Source: an optimization exercise on an open RTL-to-GDS flow (aim: small area, a short achievable clock period and few clock cycles). Production flows keep margins and buffers that such runs may drop. In this exercise RTL edits were held to simulation tests only and were not proved equivalent to the original. Power and IR drop assume default switching activity.

$ cat flow/config.mk
export PLATFORM = sky130hd
export DESIGN_NAME = courier_core
export DESIGN_NICKNAME = courier_core
export VERILOG_FILES = /design/flow/design.v
export SDC_FILE = /design/flow/constraint.sdc
export NUM_CORES = 4
export LEC_CHECK = 0
export CAP_MARGIN = 20
export CORE_MARGIN = 2
export CORE_UTILIZATION = 40
export PLACE_DENSITY = 0.6
export SLEW_MARGIN = 20
$ cat flow/constraint.sdc
create_clock -name core_clock -period 15.0 [get_ports {clk}]
set_input_delay 3.0000 -clock core_clock [delete_from_list [all_inputs] [get_ports {clk}]]
set_output_delay 3.0000 -clock core_clock [all_outputs]
set_load 0.01 [all_outputs]
$ cat flow/design.v
module courier_core (
    input  wire        clk,
    input  wire        rst,           
    output wire [13:0] imem_addr,
    input  wire [31:0] imem_rdata,
    output wire [9:0]  dmem_addr,
    output wire        dmem_we,
    output wire [3:0]  dmem_be,
    output wire [31:0] dmem_wdata,
    input  wire [31:0] dmem_rdata,
    output reg         halted,
    output reg  [3:0]  halt_cause,    
    output reg  [31:0] halt_info,
    output reg  [14:0] halt_pc
);
    localparam [3:0] C_ILLEGAL = 4'h1, C_IMEM = 4'h2, C_DMEM_RANGE = 4'h3,
                     C_ALIGN = 4'h5, C_TRAP = 4'hB;
    localparam R_ADD = 0, R_AND = 1, R_OR = 2, R_XOR = 3, R_SHR = 4, R_SHL = 5,
               R_MUL = 6, R_SW16 = 7, R_SW32 = 8, R_CRC = 9, R_BFX = 10,
               R_BFI = 11, R_PASSB = 12;
    localparam B_REG = 3'd0, B_SIMM = 3'd1, B_ZIMM = 3'd2, B_LUI = 3'd3,
               B_LINK = 3'd4, B_WORD = 3'd5, B_PC = 3'd6;
    reg [31:0] regs [1:31];
    reg [31:1] rv;                  
    reg        fz, fn, fc, fv;
    reg [14:0] pc_f;                
    reg        d_v;                 
    reg [14:0] d_pc;
    reg        dh_v;                
    reg [31:0] dh_w;
    reg        e_v;
    reg [14:0] e_pc;
    reg [31:0] e_A, e_B;
    reg [15:0] e_imm;
    reg [4:0]  e_rd;
    reg [12:0] e_sel;
    reg        e_sub, e_wr, e_zn, e_cv, e_ld, e_st;
    reg [1:0]  e_size;              
    reg        e_br, e_bl, e_bnext, e_bbad, e_jr;
    reg [3:0]  e_cond;
    reg [20:0] e_btgt;
    reg        e_ptrap, e_yield;
    reg [3:0]  e_pcause;
    reg [1:0]  e_shk;               
    reg [1:0]  e_cnt;               
    reg        e_mul;
    reg [31:0] e_acc;
    reg        w_v, w_wr, w_ld;
    reg [4:0]  w_rd;
    reg [31:0] w_res;
    reg [1:0]  w_size, w_lane;
    reg        w_st;
    reg [9:0]  w_addr;
    reg [3:0]  w_be;
    reg [31:0] w_data;
    function [31:0] crc32c_byte(input [31:0] c_in, input [7:0] d);
        integer b;
        reg [31:0] c;
        begin
            c = c_in ^ {24'd0, d};
            for (b = 0; b < 8; b = b + 1)
                c = c[0] ? ((c >> 1) ^ 32'h82F63B78) : (c >> 1);
            crc32c_byte = c;
        end
    endfunction
    function cond_holds(input [3:0] cc, input z, input n, input c, input v);
        begin
            case (cc)
                4'h0: cond_holds = z;
                4'h1: cond_holds = !z;
                4'h2: cond_holds = c;
                4'h3: cond_holds = !c;
                4'h4: cond_holds = n;
                4'h5: cond_holds = !n;
                4'h6: cond_holds = v;
                4'h7: cond_holds = !v;
                4'h8: cond_holds = c && !z;
                4'h9: cond_holds = !c || z;
                4'hA: cond_holds = (n == v);
                4'hB: cond_holds = (n != v);
                4'hC: cond_holds = !z && (n == v);
                4'hD: cond_holds = z || (n != v);
                default: cond_holds = 1'b1;
            endcase
        end
    endfunction
    reg [31:0] ld_val;
    always @* begin
        case (w_size)
            2'd2: ld_val = dmem_rdata;
            2'd1: ld_val = w_lane[1] ? {16'd0, dmem_rdata[31:16]} : {16'd0, dmem_rdata[15:0]};
            default: begin
                case (w_lane)
                    2'd0: ld_val = {24'd0, dmem_rdata[7:0]};
                    2'd1: ld_val = {24'd0, dmem_rdata[15:8]};
                    2'd2: ld_val = {24'd0, dmem_rdata[23:16]};
                    default: ld_val = {24'd0, dmem_rdata[31:24]};
                endcase
            end
        endcase
    end
    wire [31:0] w_val = w_ld ? ld_val : w_res;
    wire        w_fwd = w_v && w_wr;
    wire [31:0] bx      = e_sub ? ~e_B : e_B;
    wire [32:0] sum     = {1'b0, e_A} + {1'b0, bx} + {32'd0, e_sub};
    wire        add_v   = (e_A[31] == bx[31]) && (sum[31] != e_A[31]);
    wire [31:0] fhi     = (e_shk == 2'd3) ? e_A : (e_shk == 2'd2) ? {32{e_A[31]}} : 32'd0;
    wire [63:0] fsh     = {fhi, e_A} >> e_B[4:0];
    wire [31:0] shr_r   = fsh[31:0];
    wire [4:0]  shl_amt = e_sel[R_BFI] ? e_imm[4:0] : e_B[4:0];
    wire [31:0] shl_r   = e_A << shl_amt;
    wire [4:0]  bf_p    = e_imm[4:0];
    wire [4:0]  bf_wm1  = e_imm[9:5];
    wire [4:0]  bf_top  = bf_p + bf_wm1;
    reg  [31:0] bf_mask, bfi_m;
    integer k;
    always @* begin
        for (k = 0; k < 32; k = k + 1) begin
            bf_mask[k] = (k[4:0] <= bf_wm1);
            bfi_m[k]   = (k[4:0] >= bf_p) && (k[4:0] <= bf_top);
        end
    end
    wire        bfx_sgn = e_imm[10] && e_A[bf_top];
    wire [31:0] bfx_r   = (shr_r & bf_mask) | (bfx_sgn ? ~bf_mask : 32'd0);
    wire [31:0] bfi_r   = (e_B & ~bfi_m) | (shl_r & bfi_m);
    wire [31:0] mul_r   = e_acc + e_A * {24'd0, e_B[7:0]};
    wire [31:0] crc_r   = crc32c_byte(e_B, e_A[7:0]);
    wire [31:0] e_res =
          ({32{e_sel[R_ADD]}}   & sum[31:0])
        | ({32{e_sel[R_AND]}}   & (e_A & e_B))
        | ({32{e_sel[R_OR]}}    & (e_A | e_B))
        | ({32{e_sel[R_XOR]}}   & (e_A ^ e_B))
        | ({32{e_sel[R_SHR]}}   & shr_r)
        | ({32{e_sel[R_SHL]}}   & shl_r)
        | ({32{e_sel[R_MUL]}}   & mul_r)
        | ({32{e_sel[R_SW16]}}  & {e_A[23:16], e_A[31:24], e_A[7:0], e_A[15:8]})
        | ({32{e_sel[R_SW32]}}  & {e_A[7:0], e_A[15:8], e_A[23:16], e_A[31:24]})
        | ({32{e_sel[R_CRC]}}   & crc_r)
        | ({32{e_sel[R_BFX]}}   & bfx_r)
        | ({32{e_sel[R_BFI]}}   & bfi_r)
        | ({32{e_sel[R_PASSB]}} & e_B);
    wire [31:0] agu      = e_A + {{16{e_imm[15]}}, e_imm};
    wire [2:0]  e_nbytes = (e_size == 2'd2) ? 3'd4 : (e_size == 2'd1) ? 3'd2 : 3'd1;
    wire        m_range  = ({1'b0, agu} + {30'd0, e_nbytes}) > 33'd4096;
    wire        m_align  = (e_size == 2'd2) ? (agu[1:0] != 2'b00) :
                           (e_size == 2'd1) ? agu[0] : 1'b0;
    wire        m_trap   = (e_ld || e_st) && (m_range || m_align);
    wire        br_take  = e_br && cond_holds(e_cond, fz, fn, fc, fv);
    wire        br_trap  = br_take && e_bbad;
    wire        jr_ok    = (e_A[31:14] == 18'd0);
    wire        jr_trap  = e_jr && !jr_ok;
    wire        e_redirect = e_v && ((br_take && !e_bbad && !e_bnext) || (e_jr && jr_ok));
    wire [13:0] e_target = e_br ? e_btgt[13:0] : e_A[13:0];
    wire        e_hold   = e_v && ((e_cnt != 2'd0) || (e_ld && w_st));
    wire        e_done   = e_v && !e_hold;
    wire        e_trap   = e_ptrap || m_trap || br_trap || jr_trap;
    wire        e_halt   = e_done && (e_trap || e_yield);
    wire        e_wr_now = e_wr && (!e_bl || br_take);
    wire        e_fwd    = e_v && e_wr_now && !e_ld;
    reg  [3:0]  t_cause;
    reg  [31:0] t_info;
    always @* begin
        if (e_ptrap) begin t_cause = e_pcause; t_info = e_B; end
        else if (m_trap) begin t_cause = m_range ? C_DMEM_RANGE : C_ALIGN; t_info = agu; end
        else if (br_trap) begin t_cause = C_IMEM; t_info = {{11{e_btgt[20]}}, e_btgt}; end
        else if (jr_trap) begin t_cause = C_IMEM; t_info = e_A; end
        else begin t_cause = 4'd0; t_info = 32'd0; end
    end
    reg [3:0]  st_be;
    reg [31:0] st_data;
    always @* begin
        case (e_size)
            2'd2: begin st_be = 4'b1111; st_data = e_B; end
            2'd1: begin st_be = agu[1] ? 4'b1100 : 4'b0011; st_data = {e_B[15:0], e_B[15:0]}; end
            default: begin st_be = 4'b0001 << agu[1:0]; st_data = {4{e_B[7:0]}}; end
        endcase
    end
    wire [31:0] di     = dh_v ? dh_w : imem_rdata;
    wire [5:0]  d_op   = di[31:26];
    wire [4:0]  d_rd   = di[25:21];
    wire [4:0]  d_ra   = di[20:16];
    wire [4:0]  d_rb   = di[15:11];
    wire [4:0]  d_aux  = di[10:6];
    wire [5:0]  d_func = di[5:0];
    wire [15:0] d_imm  = di[15:0];
    wire        d_rrb  = (d_op == 6'h00) && (d_func[5:4] == 2'b00);    
    wire [4:0]  d_rbp  = d_rrb ? d_rb : d_rd;                          
    wire [31:0] rf_a = (d_ra  == 5'd0) ? 32'd0 : (rv[d_ra]  ? regs[d_ra]  : 32'd0);
    wire [31:0] rf_b = (d_rbp == 5'd0) ? 32'd0 : (rv[d_rbp] ? regs[d_rbp] : 32'd0);
    wire [31:0] d_va = (e_fwd && e_rd == d_ra)  ? e_res :
                       (w_fwd && w_rd == d_ra)  ? w_val : rf_a;
    wire [31:0] d_vb = (e_fwd && e_rd == d_rbp) ? e_res :
                       (w_fwd && w_rd == d_rbp) ? w_val : rf_b;
    wire [5:0]  bf_w   = {1'b0, d_imm[9:5]} + 6'd1;
    wire        bf_bad = ({1'b0, d_imm[4:0]} + bf_w) > 6'd32;
    wire [20:0] d_btgt = {6'd0, d_pc} + {di[19], di[19:0]};
    wire [14:0] d_link = d_pc + 15'd1;
    reg [12:0] n_sel;
    reg        n_sub, n_wr, n_zn, n_cv, n_ld, n_st, n_br, n_bl, n_jr, n_ptrap, n_yield, n_mul;
    reg        n_usea, n_useb;
    reg [1:0]  n_size, n_shk, n_cnt;
    reg [3:0]  n_pcause;
    reg [2:0]  n_bsrc;
    reg [4:0]  n_rd;
    reg        ill;
    always @* begin
        n_sel = 13'd0; n_sub = 1'b0; n_wr = 1'b0; n_zn = 1'b0; n_cv = 1'b0;
        n_ld = 1'b0; n_st = 1'b0; n_br = 1'b0; n_bl = 1'b0; n_jr = 1'b0;
        n_ptrap = 1'b0; n_yield = 1'b0; n_mul = 1'b0; n_size = 2'd2; n_shk = 2'd0;
        n_cnt = 2'd0; n_pcause = C_ILLEGAL; n_bsrc = B_REG; n_rd = d_rd; ill = 1'b0;
        n_usea = 1'b1; n_useb = 1'b0;
        case (d_op)
            6'h00: begin
                if (d_aux != 5'd0 && d_func != 6'h12) ill = 1'b1;
                else begin
                    case (d_func)
                        6'h00: begin n_sel[R_ADD] = 1'b1; n_wr = 1'b1; n_zn = 1'b1; n_cv = 1'b1; n_useb = 1'b1; end
                        6'h01: begin n_sel[R_ADD] = 1'b1; n_sub = 1'b1; n_wr = 1'b1; n_zn = 1'b1; n_cv = 1'b1; n_useb = 1'b1; end
                        6'h02: begin n_sel[R_AND] = 1'b1; n_wr = 1'b1; n_zn = 1'b1; n_useb = 1'b1; end
                        6'h03: begin n_sel[R_OR]  = 1'b1; n_wr = 1'b1; n_zn = 1'b1; n_useb = 1'b1; end
                        6'h04: begin n_sel[R_XOR] = 1'b1; n_wr = 1'b1; n_zn = 1'b1; n_useb = 1'b1; end
                        6'h05: begin n_sel[R_SHL] = 1'b1; n_wr = 1'b1; n_zn = 1'b1; n_useb = 1'b1; end
                        6'h06: begin n_sel[R_SHR] = 1'b1; n_shk = 2'd1; n_wr = 1'b1; n_zn = 1'b1; n_useb = 1'b1; end
                        6'h07: begin n_sel[R_SHR] = 1'b1; n_shk = 2'd2; n_wr = 1'b1; n_zn = 1'b1; n_useb = 1'b1; end
                        6'h08: begin n_sel[R_SHR] = 1'b1; n_shk = 2'd3; n_wr = 1'b1; n_zn = 1'b1; n_useb = 1'b1; end
                        6'h09: begin n_sel[R_MUL] = 1'b1; n_mul = 1'b1; n_cnt = 2'd3; n_wr = 1'b1; n_zn = 1'b1; n_useb = 1'b1; end
                        6'h0A: begin
                            if (d_rd != 5'd0) ill = 1'b1;
                            else begin n_sel[R_ADD] = 1'b1; n_sub = 1'b1; n_zn = 1'b1; n_cv = 1'b1; n_useb = 1'b1; end
                        end
                        6'h10: begin
                            if (d_rb != 5'd0) ill = 1'b1;
                            else begin n_sel[R_SW16] = 1'b1; n_wr = 1'b1; n_zn = 1'b1; end
                        end
                        6'h11: begin
                            if (d_rb != 5'd0) ill = 1'b1;
                            else begin n_sel[R_SW32] = 1'b1; n_wr = 1'b1; n_zn = 1'b1; end
                        end
                        6'h12: begin
                            if (d_rb != 5'd0 || d_aux > 5'd2) ill = 1'b1;
                            else begin
                                n_sel[R_CRC] = 1'b1; n_wr = 1'b1; n_zn = 1'b1; n_useb = 1'b1;
                                n_cnt = (d_aux == 5'd0) ? 2'd0 : (d_aux == 5'd1) ? 2'd1 : 2'd3;
                            end
                        end
                        6'h20, 6'h21: begin
                            if (d_rb != 5'd0 || (d_func == 6'h20 && d_rd != 5'd0)) ill = 1'b1;
                            else begin
                                n_sel[R_PASSB] = 1'b1; n_bsrc = B_LINK;
                                n_wr = (d_func == 6'h21);
                                n_jr = !(d_func == 6'h21 && d_rd != 5'd0 && d_rd == d_ra);
                            end
                        end
                        default: ill = 1'b1;
                    endcase
                end
            end
            6'h01: begin n_sel[R_ADD] = 1'b1; n_bsrc = B_SIMM; n_wr = 1'b1; n_zn = 1'b1; n_cv = 1'b1; end
            6'h02: begin n_sel[R_AND] = 1'b1; n_bsrc = B_ZIMM; n_wr = 1'b1; n_zn = 1'b1; end
            6'h03: begin n_sel[R_OR]  = 1'b1; n_bsrc = B_ZIMM; n_wr = 1'b1; n_zn = 1'b1; end
            6'h04: begin n_sel[R_XOR] = 1'b1; n_bsrc = B_ZIMM; n_wr = 1'b1; n_zn = 1'b1; end
            6'h05: begin
                if (d_ra != 5'd0) ill = 1'b1;
                else begin n_sel[R_PASSB] = 1'b1; n_bsrc = B_LUI; n_wr = 1'b1; end
            end
            6'h06: begin
                if (d_rd != 5'd0) ill = 1'b1;
                else begin n_sel[R_ADD] = 1'b1; n_sub = 1'b1; n_bsrc = B_SIMM; n_zn = 1'b1; n_cv = 1'b1; end
            end
            6'h07: begin
                if (d_imm[15:7] != 9'd0) ill = 1'b1;
                else begin
                    n_bsrc = B_ZIMM; n_wr = 1'b1; n_zn = 1'b1;
                    if (d_imm[6:5] == 2'd0) n_sel[R_SHL] = 1'b1;
                    else begin n_sel[R_SHR] = 1'b1; n_shk = d_imm[6:5]; end
                end
            end
            6'h08: begin
                if (d_imm[15:11] != 5'd0 || bf_bad) ill = 1'b1;
                else begin n_sel[R_BFX] = 1'b1; n_shk = 2'd1; n_bsrc = B_ZIMM; n_wr = 1'b1; n_zn = 1'b1; end
            end
            6'h09: begin
                if (d_imm[15:10] != 6'd0 || bf_bad) ill = 1'b1;
                else begin n_sel[R_BFI] = 1'b1; n_wr = 1'b1; n_zn = 1'b1; n_useb = 1'b1; end
            end
            6'h0A: begin n_ld = 1'b1; n_wr = 1'b1; n_size = 2'd2; end
            6'h0B: begin n_ld = 1'b1; n_wr = 1'b1; n_size = 2'd1; end
            6'h0C: begin n_ld = 1'b1; n_wr = 1'b1; n_size = 2'd0; end
            6'h0D: begin n_st = 1'b1; n_size = 2'd2; n_useb = 1'b1; end
            6'h0E: begin n_st = 1'b1; n_size = 2'd1; n_useb = 1'b1; end
            6'h0F: begin n_st = 1'b1; n_size = 2'd0; n_useb = 1'b1; end
            6'h18, 6'h19: begin
                n_usea = 1'b0;
                if (di[21:20] != 2'd0 || di[25:22] == 4'hF) ill = 1'b1;
                else begin
                    n_br = 1'b1;
                    if (d_op == 6'h19) begin
                        n_bl = 1'b1; n_wr = 1'b1; n_rd = 5'd31;
                        n_sel[R_PASSB] = 1'b1; n_bsrc = B_LINK;
                    end
                end
            end
            6'h2F: begin
                n_usea = 1'b0;
                if (di[25:0] != 26'd0) ill = 1'b1;
                else n_yield = 1'b1;
            end
            6'h30: begin
                n_usea = 1'b0;
                if (di[25:16] != 10'd0) ill = 1'b1;
                else begin n_ptrap = 1'b1; n_pcause = C_TRAP; n_bsrc = B_ZIMM; end
            end
            default: ill = 1'b1;
        endcase
        if (ill || d_pc[14]) begin
            n_sel = 13'd0; n_wr = 1'b0; n_zn = 1'b0; n_cv = 1'b0; n_ld = 1'b0; n_st = 1'b0;
            n_br = 1'b0; n_bl = 1'b0; n_jr = 1'b0; n_yield = 1'b0; n_mul = 1'b0; n_cnt = 2'd0;
            n_ptrap = 1'b1; n_usea = 1'b0; n_useb = 1'b0;
            n_pcause = d_pc[14] ? C_IMEM : C_ILLEGAL;
            n_bsrc = d_pc[14] ? B_PC : B_WORD;
        end
        if (n_rd == 5'd0) n_wr = 1'b0;
    end
    reg [31:0] d_B;
    always @* begin
        case (n_bsrc)
            B_REG:   d_B = d_vb;
            B_SIMM:  d_B = {{16{d_imm[15]}}, d_imm};
            B_ZIMM:  d_B = {16'd0, d_imm};
            B_LUI:   d_B = {d_imm, 16'd0};
            B_LINK:  d_B = {17'd0, d_link};
            B_WORD:  d_B = di;
            default: d_B = {17'd0, d_pc};
        endcase
    end
    wire load_use = e_v && e_ld && e_wr &&
                    ((n_usea && e_rd == d_ra) || (n_useb && e_rd == d_rbp));
    wire d_stall  = e_hold || load_use;
    wire kill     = e_redirect || e_halt;
    wire d_go     = d_v && !d_stall && !kill;
    wire e_adv    = !e_v || e_done;
    assign imem_addr  = e_redirect ? e_target : pc_f[13:0];
    assign dmem_addr  = w_st ? w_addr : agu[11:2];
    assign dmem_we    = w_st;
    assign dmem_be    = w_be;
    assign dmem_wdata = w_data;
    always @(posedge clk) begin
        if (rst) begin
            pc_f <= 15'd0;
            d_v <= 1'b0; dh_v <= 1'b0; d_pc <= 15'd0;
            e_v <= 1'b0; e_cnt <= 2'd0;
            w_v <= 1'b0; w_st <= 1'b0;
            fz <= 1'b0; fn <= 1'b0; fc <= 1'b0; fv <= 1'b0;
            rv <= 31'd0;
            halted <= 1'b0; halt_cause <= 4'd0; halt_info <= 32'd0; halt_pc <= 15'd0;
        end else begin
            if (halted || e_halt) begin
                d_v <= 1'b0; dh_v <= 1'b0;
            end else if (!d_v || d_go || e_redirect) begin
                d_v <= 1'b1; dh_v <= 1'b0;
                d_pc <= e_redirect ? {1'b0, e_target} : pc_f;
                pc_f <= (e_redirect ? {1'b0, e_target} : pc_f) + 15'd1;
            end else begin
                dh_v <= 1'b1; dh_w <= di;
            end
            if (e_adv) begin
                e_v <= d_go;
                e_cnt <= d_go ? n_cnt : 2'd0;
                e_pc <= d_pc; e_A <= d_va; e_B <= d_B; e_imm <= d_imm;
                e_rd <= n_rd; e_sel <= n_sel; e_sub <= n_sub; e_wr <= n_wr;
                e_zn <= n_zn; e_cv <= n_cv; e_ld <= n_ld; e_st <= n_st; e_size <= n_size;
                e_br <= n_br; e_bl <= n_bl; e_bnext <= (di[19:0] == 20'd1);
                e_bbad <= d_btgt[20] || (d_btgt[19:14] != 6'd0);
                e_jr <= n_jr; e_cond <= di[25:22]; e_btgt <= d_btgt;
                e_ptrap <= n_ptrap; e_yield <= n_yield; e_pcause <= n_pcause;
                e_shk <= n_shk; e_mul <= n_mul; e_acc <= 32'd0;
            end else if (e_cnt != 2'd0) begin
                e_cnt <= e_cnt - 2'd1;
                if (e_mul) begin
                    e_acc <= mul_r;
                    e_A <= {e_A[23:0], 8'd0};
                    e_B <= {8'd0, e_B[31:8]};
                end else begin
                    e_B <= crc_r;
                    e_A <= {8'd0, e_A[31:8]};
                end
            end
            if (e_done && !e_trap && !e_yield) begin
                if (e_zn) begin fz <= (e_res == 32'd0); fn <= e_res[31]; end
                if (e_cv) begin fc <= sum[32]; fv <= add_v; end
            end
            if (e_halt) begin
                halted <= 1'b1; halt_cause <= t_cause; halt_info <= t_info; halt_pc <= e_pc;
            end
            w_v  <= e_done && !e_trap && !e_yield && e_wr_now;
            w_st <= e_done && !e_trap && e_st;
            w_rd <= e_rd; w_ld <= e_ld; w_wr <= e_wr_now;
            w_res <= e_res; w_size <= e_size; w_lane <= agu[1:0];
            w_addr <= agu[11:2]; w_be <= st_be; w_data <= st_data;
            if (w_v && w_wr) rv[w_rd] <= 1'b1;
        end
    end
    always @(posedge clk) begin
        if (!rst && w_v && w_wr) regs[w_rd] <= w_val;
    end
endmodule
$ cat flow/run.sh
#!/bin/bash
# synth_recipe.tcl (not shown) runs the flow's synth.tcl, then flattens the netlist and writes it again
# the make line also repeats each setting of config.mk as NAME=value (left out here)
make -C /OpenROAD-flow-scripts/flow DESIGN_CONFIG=/design/flow/config.mk WORK_HOME=/design/flow/orfs CLKGATE_MAP_FILE= SYNTH_SCRIPT=/design/flow/synth_recipe.tcl finish
==> results.txt <==
==> kinds of logic after synthesis <==
kind of cell | Yosys count | share of synthesized area, %
AO/OA/AOI/OAI | 1856 | 14.1
XOR/XNOR | 299 | 2.90
adder cells (fa/ha/maj) | 412 | 7.12
flip-flops | 1426 | 44.9
AND/OR/NAND/NOR | 3415 | 16.0
multiplexers | 560 | 10.2
buffers and inverters | 1155 | 4.75
==> through the flow <==
stage | hold WS [ps] | power [uW] | setup WS (ps)
CTS | 473 | 14600 | 5980
finish | 466 | 14800 | 5860
detailed placement | 459 | 10600 | 5130
global placement | 449 | 10600 | 5170
floorplan | 419 | 8230 | 4890
global route | 492 | 15300 | 5590
==> worst paths after layout <==
path              depth (start not counted)                  from                   end  slack (ps)
setup / recovery                         21     e_A[18]$_DFFE_PP_       fz$_SDFFE_PP0P_        5860
hold / removal                            1  pc_f[0]$_SDFFE_PP0P_  pc_f[0]$_SDFFE_PP0P_         470
setup reg to reg                         21     e_A[18]$_DFFE_PP_       fz$_SDFFE_PP0P_        5860
hold reg to reg                           1  pc_f[0]$_SDFFE_PP0P_  pc_f[0]$_SDFFE_PP0P_         470
==> where the power goes <==
part | switching (uW) | internal (uW)
registers | 93.2 | 4580
logic | 4260 | 1900
clock network | 1760 | 2260
total | 6110 | 8730
==> registers in the layout, summed over array words and instances, names as in the netlist, 4 cells and up <==
register	cells
pc_f	15
e_pc	15
e_acc	32
halt_info	32
e_btgt	21
e_imm	16
halt_cause	4
halt_pc	15
e_A	32
w_be	4
dh_w	32
d_pc	15
regs	992
rv	31
e_rd	5
w_data	32
w_addr	10
w_res	32
e_B	32
e_sel	13
e_cond	4
w_rd	5
==> area by class of cell <==
class                           count  share of cell area (%)
Sequential cell                  1426                    40.1
Clock inverter                    104                    1.10
Antenna cell                       18                  0.0435
Timing Repair Buffer              454                    3.81
Tap cell                         3026                    3.65
Multi-Input combinational cell   6542                    45.6
Clock buffer                      186                    4.01
Inverter                          435                    1.60
==> synthesized netlist by cell type (124+ instances only) <==
master / instances
sky130_fd_sc_hd__mux2i_1: 201
sky130_fd_sc_hd__mux4_2: 301
sky130_fd_sc_hd__a311oi_1: 270
sky130_fd_sc_hd__edfxtp_1: 1302
sky130_fd_sc_hd__dfxtp_1: 124
sky130_fd_sc_hd__xnor2_1: 196
sky130_fd_sc_hd__nor2_1: 606
sky130_fd_sc_hd__clkbuf_1: 605
sky130_fd_sc_hd__nand3_1: 543
sky130_fd_sc_hd__nand2_1: 1758
sky130_fd_sc_hd__a21oi_1: 361
sky130_fd_sc_hd__inv_1: 413
sky130_fd_sc_hd__fa_1: 192
sky130_fd_sc_hd__o21ai_0: 305
sky130_fd_sc_hd__ha_1: 220
==> routing by layer <==
| metal | vias to the layer above | wire length, um | GRT usage (%) |
|---|---|---|---|
| li1 | 33500 | - | - |
| met1 | 40100 | 153000 | 42.8 |
| met2 | 5646 | 184000 | 52.7 |
| met3 | 1461 | 44400 | 8.11 |
| met4 | 28 | 34400 | 23.8 |
| met5 | - | 169 | 0 |
==> worst reg2reg max path, cell delays in order, from the launching register on <==
cell	delay (ps)
sky130_fd_sc_hd__edfxtp_1	720
sky130_fd_sc_hd__buf_4	390
sky130_fd_sc_hd__inv_1	780
sky130_fd_sc_hd__nor2_1	160
sky130_fd_sc_hd__fa_1	570
sky130_fd_sc_hd__inv_1	60
sky130_fd_sc_hd__fa_1	450
sky130_fd_sc_hd__fa_1	510
sky130_fd_sc_hd__inv_1	50
sky130_fd_sc_hd__fa_1	370
sky130_fd_sc_hd__ha_1	370
sky130_fd_sc_hd__a21oi_1	410
sky130_fd_sc_hd__o21ai_1	390
sky130_fd_sc_hd__a221oi_1	730
sky130_fd_sc_hd__o221ai_1	240
sky130_fd_sc_hd__a21oi_1	540
sky130_fd_sc_hd__nand4b_1	770
sky130_fd_sc_hd__nor4_1	490
sky130_fd_sc_hd__nand4b_1	120
sky130_fd_sc_hd__or3_1	360
sky130_fd_sc_hd__nor2_1	380
sky130_fd_sc_hd__mux2_1	220
==> impl_table.tex <==
\begin{tabular}{lr}
\hline
Metric & Value \\
\hline
\multicolumn{2}{l}{\textbf{Drt}} \\
\quad Post-route ant nets & 0 \\
\quad Initial DRC Count & 11,600 \\
\quad First-pass DRT Iterations & 8 \\
\quad Total routed wirelength & 417,000 um \\
\quad Via count & 80,800 \\
\quad DRC viols & 0 \\
\quad Average detailed-routed wire length per instance & 34.2 um \\
\quad Drt via density & 6.63 \\
\multicolumn{2}{l}{\textbf{Yosys}} \\
\quad Top post-synthesis cells by area & sky130\_fd\_sc\_hd\_\_edfxtp\_1 42\%, sky130\_fd\_sc\_hd\_\_mux4\_2 7.3\%, sky130\_fd\_sc\_hd\_\_nand2\_1 7.1\%, sky130\_fd\_sc\_hd\_\_fa\_1 4.2\%, sky130\_fd\_sc\_hd\_\_ha\_1 3.0\% \\
\quad Number of distinct standard cells referenced by the synthesized netlist & 104 \\
\quad Primary FF master, synth & sky130\_fd\_sc\_hd\_\_edfxtp\_1 \\
\quad Number of enable flip-flop cells after synthesis & 1,302 \\
\quad Fraction of registers with async set or reset after synthesis & 0\% \\
\quad Average footprint of a synthesized cell & 10.2 um2 \\
\quad Cell type with the largest total area after synthesis & sky130\_fd\_sc\_hd\_\_edfxtp\_1 \\
\quad Top cell type's share of synthesized area & 42.2\% \\
\quad Post-Synthesis Cells & 9,123 \\
\quad Total nets after synthesis & 9,601 \\
\quad Post-synthesis register bit count & 1,426 \\
\quad Share of synthesized area occupied by flip-flops and latches & 44.9\% \\
\quad Number of synthesis warnings & 1 \\
\quad Post-synthesis instance area & 92,600 um2 \\
\multicolumn{2}{l}{\textbf{Place}} \\
\quad Number of instances in the placed design & 11,900 \\
\quad Placed cell area & 98,100 um2 \\
\quad HPWL after detailed placement & 278,000 um \\
\quad Count of buffers from port buffering & 178 \\
\quad Routability-driven placement congestion ratio & 1.08 \\
\multicolumn{2}{l}{\textbf{Clock network}} \\
\quad Clk sink count & 1,426 \\
\quad Maximum root-to-sink buffer count & 3 \\
\quad TritonCTS clock tree & yes \\
\quad CTS hold repair buffers & 0 \\
\quad Clock slew seen by the registers of the worst setup and hold paths & 60 ps \\
\quad Post\_cts resized & 0 \\
\quad Latest clock arrival within the worst-skew pair & 860 ps \\
\quad Post-CTS setup-driven buffer insertion count & 0 \\
\quad Number of buffers created by CTS & 156 \\
\quad Clock H-tree levels & 4 \\
\quad Cell at the root of the clock tree & sky130\_fd\_sc\_hd\_\_clkbuf\_16 \\
\multicolumn{2}{l}{\textbf{Critical path}} \\
\quad Largest delay share family, worst path & compound AO/OA/AOI/OAI gates \\
\quad Critical Path End Type & flip-flop \\
\quad Maximum single-stage delay on the critical path & 770 ps \\
\quad Sum of buffers and inverters on the critical path & 4 \\
\quad Slowest cell on the critical path & sky130\_fd\_sc\_hd\_\_nand4b\_1 \\
\quad Cell mode on critical path & sky130\_fd\_sc\_hd\_\_fa\_1 \\
\quad CP arrival & 9940 ps \\
\quad Critical Path RT & 15,790 ps \\
\quad Start-to-end type of the worst setup path & reg -> reg \\
\quad Cell chain of the critical path & buf\_4, inv\_1, nor2\_1, fa\_1, inv\_1, fa\_1, fa\_1, inv\_1, fa\_1, ha\_1, a21oi\_1, o21ai\_1, a221oi\_1, o221ai\_1, a21oi\_1, nand4b\_1, nor4\_1, nand4b\_1, or3\_1, nor2\_1, mux2\_1 \\
\quad Setup crit start kind & flip-flop \\
\quad Largest driver fanout on the critical path & 14 \\
\multicolumn{2}{l}{\textbf{Floorplan}} \\
\quad Number of primary I/O pins & 179 \\
\quad Core Area & 230,000 um2 \\
\quad Die X & 485 um \\
\quad Number of rows in the core area & 176 \\
\quad Starting density of the core & 40.2\% \\
\quad Vertical die dimension & 485 um \\
\quad Area of the die & 235,000 um2 \\
\multicolumn{2}{l}{\textbf{Timing}} \\
\quad RSZ-0062 raised after global routing & no \\
\quad Max Clock Skew & 80.7 ps \\
\quad Minimum period implied by the final worst setup slack & 9140 ps \\
\quad Post-route fraction of the period consumed by the critical path & 61.0\% \\
\quad Setup Total Neg Slack & 0 ps \\
\quad Worst Tran Pin Value & 1270 ps \\
\quad Final hold viol count & 0 \\
\quad Max Clk Rate & 109 MHz \\
\quad Final number of setup-violating endpoints & 0 \\
\quad Max-slew violation total from the final report & 0 \\
\quad Worst max-slew margin expressed relative to the limit & 15.2\% \\
\multicolumn{2}{l}{\textbf{Finish}} \\
\quad Final net count & 9,493 \\
\quad Most common cell after layout, fill and taps aside & sky130\_fd\_sc\_hd\_\_nand2\_1 \\
\quad Post-Layout Cell Count & 12,200 \\
\quad Fraction of the core area covered by cells at the end of the flow & 45.0\% \\
\quad Sequential Area & 41,600 um2 \\
\quad Commonest cells after routing, fill and taps aside & 1,757 x sky130\_fd\_sc\_hd\_\_nand2\_1, 1,302 x sky130\_fd\_sc\_hd\_\_edfxtp\_1, 572 x sky130\_fd\_sc\_hd\_\_nor2\_1 \\
\quad Share of final-layout standard cells stronger than drive strength 1 & 11.1\% \\
\quad Post-synthesis to final-layout area growth & 11.9\% \\
\quad Multi-input gate area in the final layout & 47,300 um2 \\
\quad Filler cell count & 21,400 \\
\quad Final design instance area without fill & 104,000 um2 \\
\multicolumn{2}{l}{\textbf{Global routing}} \\
\quad First-pass GRT wire length & 581,000 um \\
\quad Via count of the first global-routing pass & 75,800 \\
\quad Remaining global-route overflow & 0 \\
\quad Antenna violations before repair & 33 \\
\quad Pin count of the biggest net entering global routing & 148 \\
\quad Global-route total usage across every layer & 34.3\% \\
\multicolumn{2}{l}{\textbf{Power}} \\
\quad Pwr dens & 143 nW/um2 \\
\quad Peak supply drop & 0.000132 V \\
\quad Static leakage power & 0.0373 uW \\
\multicolumn{2}{l}{\textbf{Status}} \\
\quad Status & timing/DRC/antenna clean \\
\multicolumn{2}{l}{\textbf{Hold path}} \\
\quad Min-Delay Path Class & reg -> reg \\
\multicolumn{2}{l}{\textbf{Flow run}} \\
\quad MaxCap Viol Count & 0 \\
\hline
\end{tabular}
Testbench counts, summed over its fixed seeds: cycles 233,783.

[port drivers added, routing unchanged]
The results above use ideal ports. As a check the final layout listed here was re-extracted and re-timed, cells and wires unchanged.
Step 1: set_driving_cell puts a clkbuf_16 on clk and a buf_2 on each other input, an assumption about the parent block.
Step 2 moves the port delays by t, midway between the first and last clock arrival at a register: inputs arrive t later, outputs are due t later. That takes back most of the time a late clock gives input paths.
Slacks: ideal ports / drivers / drivers and shift; pairs: ideal ports / drivers.
t (ns): 0.910
slack for setup (ns): 5.856 / 5.856 / 5.053
hold slack, ns: 0.466 / 0.466 / 0.466
After both steps setup and hold are still met in this run. The setup slack of this run moves by 0.000 ns with the drivers and by -0.803 ns with both steps.
